Background: an optimization exercise with open tools, aiming at small area, a short achievable clock period and few clock cycles per item. Do not read the settings as production practice. In this exercise RTL edits were held to simulation tests only and were not proved equivalent to the original. Power figures rest on the tool's default switching activity, not on a simulated workload.

// spread_hash
module spread_hash (
    input  wire          clk,
    input  wire          rst,         
    input  wire          start,       
    input  wire          kind,        
    input  wire [63:0]   mask,        
    input  wire [1023:0] words,       
    input  wire [31:0]   seed,        
    input  wire [319:0]  key,         
    output reg           done,        
    output wire [31:0]   hash
);
Size: about 5000 cells after synthesis, ~340 flip-flops, about 1500 I/O pins, roughly 39000 µm² of cells after synthesis.
==> flow/config.mk <==
export PLATFORM = sky130hd
export DESIGN_NAME = spread_hash
export DESIGN_NICKNAME = spread_hash
export VERILOG_FILES = /design/flow/design.v
export SDC_FILE = /design/flow/constraint.sdc
export NUM_CORES = 4
export LEC_CHECK = 0
export CAP_MARGIN = 35
export CORE_AREA = 10 10 390 390
export DIE_AREA = 0 0 400 400
export SETUP_SLACK_MARGIN = 3.6
export SLEW_MARGIN = 35
==> flow/constraint.sdc <==
create_clock -name core_clock -period 7.0 [get_ports {clk}]
set_input_delay 1.4000 -clock core_clock [delete_from_list [all_inputs] [get_ports {clk}]]
set_output_delay 1.4000 -clock core_clock [all_outputs]
set_load 0.01 [all_outputs]
standard.sh (not shown) runs the stock make flow with config.mk's settings and CLKGATE_MAP_FILE= SYNTH_SCRIPT=/design/flow/synth_recipe.tcl, a recipe that flattens the netlist after the stock synthesis.
==> flow/flow/run.sh <==
#!/bin/bash
# The standard layout (standard.sh: standard synthesis unchanged), with two changes
# to how the layout is made:
#  - the buffer that buffer_ports puts on every input and output port is the smallest
#    buffer cell instead of the default choice (every port still gets its own buffer);
#  - pins on the top and bottom edges may use met4 as well as met2, so that the
#    1477 pins fit on the edges of a smaller die at the usual two-track spacing.
set -euo pipefail
export BUFFER_PORTS_ARGS="-buffer_cell sky130_fd_sc_hd__buf_1"
export IO_PLACER_V="met2 met4"
bash standard.sh finish > standard_flow.log 2>&1
The first run went through all stages and came out clean.
Testbench counts at the start, summed over its fixed seeds: cycles 20,313, items 1,920.
Change:
CORE_AREA = 10 10 370 370   (was 10 10 390 390)
DIE_AREA = 0 0 380 380   (was 0 0 400 400)
SETUP_SLACK_MARGIN = 4.5   (was 3.6)
Effect: Cell area is higher by about 27%. Hold slack loses 27 ps. Via count rose by about 8%.
Change:
==> flow/run.sh (new file) <==
#!/bin/bash
# synth_recipe.tcl (not shown) runs the flow's synth.tcl, then flattens the netlist and writes it again
# the make line also repeats each setting of config.mk as NAME=value (left out here)
make -C /OpenROAD-flow-scripts/flow DESIGN_CONFIG=/design/flow/config.mk WORK_HOME=/design/flow/orfs CLKGATE_MAP_FILE= SYNTH_SCRIPT=/design/flow/synth_recipe.tcl finish
CORE_AREA = 10 10 550 550   (was 10 10 370 370)
DIE_AREA = 0 0 560 560   (was 0 0 380 380)
removed: flow/flow/run.sh
removed: flow/standard.sh
The changed run completed without violations.
Synthesized area does not change.
Synthesized cell count does not change.
Utilization went down by 23 points.
Worst setup slack gets worse by 280 ps.
Final area rose by 21%.
Routed wire length went up by 29%.
Count of clock-buffer cells in the layout is lower by 3.
Total power rises by 6.1%.
Clock skew rose by 17 ps.
Via count rises by 1.4%.
Critical path depth is higher by 8.
Change:
==> flow/flow/run.sh (new file) <==
#!/bin/bash
# The standard layout (standard.sh: standard synthesis unchanged), except that the
# buffer that buffer_ports puts on every input and output port is the smallest buffer
# cell instead of the default choice (every port still gets its own buffer).
set -euo pipefail
export BUFFER_PORTS_ARGS="-buffer_cell sky130_fd_sc_hd__buf_1"
bash standard.sh finish > standard_flow.log 2>&1
==> flow/standard.sh (new file) <==
#!/bin/bash
# synth_recipe.tcl (not shown) runs the flow's synth.tcl, then flattens the netlist and writes it again
# the make line also repeats each setting of config.mk as NAME=value (left out here)
make -C /OpenROAD-flow-scripts/flow DESIGN_CONFIG=/design/flow/config.mk WORK_HOME=/design/flow/orfs CLKGATE_MAP_FILE= SYNTH_SCRIPT=/design/flow/synth_recipe.tcl "${@:-finish}"
CORE_AREA = 10 10 500 500   (was 10 10 550 550)
DIE_AREA = 0 0 510 510   (was 0 0 560 560)
removed: flow/run.sh
Result: Final area went down by 15%. Area after synthesis does not change. Sequential share of layout area goes up by 1.7 points. Via count fell by 3.2%. Setup slack improved by 250 ps. Clock skew decreases by 16 ps.

========
run A:
Starting RTL as in the previous note.
Design spread_hash, start of the top module:
module spread_hash (
    input  wire          clk,
    input  wire          rst,         
    input  wire          start,       
    input  wire          kind,        
    input  wire [63:0]   mask,        
    input  wire [1023:0] words,       
    input  wire [31:0]   seed,        
    input  wire [319:0]  key,         
    output reg           done,        
    output wire [31:0]   hash
);
    localparam [511:0] CRC_L16 = 512'h8fc847e423f211f908fc047e8df746fbacb5d992e301fe487f24b05ad7e56bf235f91afc82b6ce93e8817440b5e8d53c6a9eba87d28be68dfc8e7e473f231f91;
    localparam [1023:0] CRC_L32 = 1024'h8fc8e57b47e472bd23f2395e11f91caf08fc8e57047e472b8df7c6ee46fbe377acb514c0d9926f1be301d2f6fe480c007f240600b05ae67bd7e596466bf2cb2335f965911afcb2c882b6bc1fce93bb74e88138c174409c60b5e8ab4bd53cb0de6a9e586fba87c94cd28b01dde68d6595fc8e57b17e472bd83f2395ec1f91caf6;
    reg          busy;        
    reg          st1;         
    reg          lh;          
    reg  [63:0]  pend;        
    reg  [63:0]  l1, l2;      
    reg  [7:0]   h1, h2;      
    reg  [15:0]  w1, w2;      
    reg          v2;          
    reg  [31:0]  acc;         
    reg  [63:0]  kw;          
    reg  [9:0]   kptr;        
    assign hash = acc;
    reg  [7:0]   gb1, gb2;    
    reg  [7:0]   f1;          
    reg  [7:0]   f2a, f2b;    
    integer      g, k;
    always @* begin
        gb1[0] = 1'b0;
        gb2[0] = 1'b0;
        for (g = 1; g < 8; g = g + 1) begin
            gb1[g] = gb1[g-1] | h1[g-1];
            gb2[g] = gb2[g-1] | h2[g-1] | (gb1[g-1] & h1[g-1]);
        end
  ...
export LEC_CHECK = 0
export CAP_MARGIN = 35
export CORE_AREA = 10 10 500 500
export DIE_AREA = 0 0 510 510
export PLACE_DENSITY = 0.7
export SETUP_SLACK_MARGIN = 3.6
export SLEW_MARGIN = 35
create_clock -name core_clock -period 7.0 [get_ports {clk}]
==> flow/flow/run.sh <==
#!/bin/bash
# The standard layout (standard.sh: standard synthesis unchanged), except that the
# buffer that buffer_ports puts on every input and output port is the smallest buffer
# cell instead of the default choice (every port still gets its own buffer).
set -euo pipefail
export BUFFER_PORTS_ARGS="-buffer_cell sky130_fd_sc_hd__buf_1"
bash standard.sh finish > standard_flow.log 2>&1
Testbench counts of run A, summed over its fixed seeds: cycles 20,313, items 1,920.
The inputs of run B differ from those of run A as listed below.
Settings: PLACE_DENSITY: 0.7 -> unset.
[summary]
- Run A has a lower count of clock-buffer cells in the layout than run B.
- Run A -> run B: maximum frequency increased by a few percent
- Run B ends up with a clock share of power that is 0.2 points higher than in run A.
- On final cell count, run B tracks run A almost exactly.
- Minimum setup slack in the final design improves in run B relative to run A.
- On data arrival time at the worst-slack endpoint: between run A and run B, it ends up higher for run A.
Changes in run C relative to run B:
Settings: SETUP_SLACK_MARGIN now 3.2, was 3.6.
[summary]
In run C relative to run B, routed wire length had gone down slightly. Overall fraction of global-route tracks in use essentially unchanged between run C and run B. kw[37]$_DFF_P_ as the start point of the critical path was reported by run C, and w1[3]$_DFF_P_ by run B. Compared run C against run B; clock transition at the registers of the reported paths within noise.

what the ideal ports hide:
Ports are ideal in the flow. The routed layouts listed here were re-timed in OpenROAD. Step 1 sets driving cells, clkbuf_16 on the clock port and buf_2 on the other inputs (assumed; they add their load-dependent delay and slew). Step 2, shift: input delay + t, output delay - t, t = (earliest + latest rising clock arrival at the registers) / 2. This alone moves slack from input paths to output paths. a / b / c = ideal ports / drivers / drivers and shift; a / b = the first two.
run | t, ns | setup slack, ns | worst setup path at the end | worst data-port slew with drivers (ns) | pins driven straight from the clock port
the first run of note 1 | 0.711 | 3.337 / 3.337 / 2.715 | input to register | 0.34 | 1
the second run of note 1 | 0.690 | 3.817 / 3.814 / 3.124 | input to register | 0.40 | 1
the third run of note 1 | 0.794 | 3.532 / 3.532 / 2.813 | input to register | 0.51 | 1
the fourth run of note 1 | 0.784 | 3.784 / 3.674 / 2.889 | input to register | 0.48 | 1
run A | 0.760 | 3.480 / 3.476 / 2.715 | input to register | 0.54 | 1
run B | 0.774 | 3.561 / 3.561 / 2.829 | input to register | 0.48 | 1
run C | 0.789 | 3.221 / 3.221 / 2.535 | input to register | 0.49 | 1
After both steps every run listed still meets setup and hold. The setup slack of the fourth run of note 1, which loses most, moves by -0.110 ns with the drivers and by -0.895 ns with both steps.
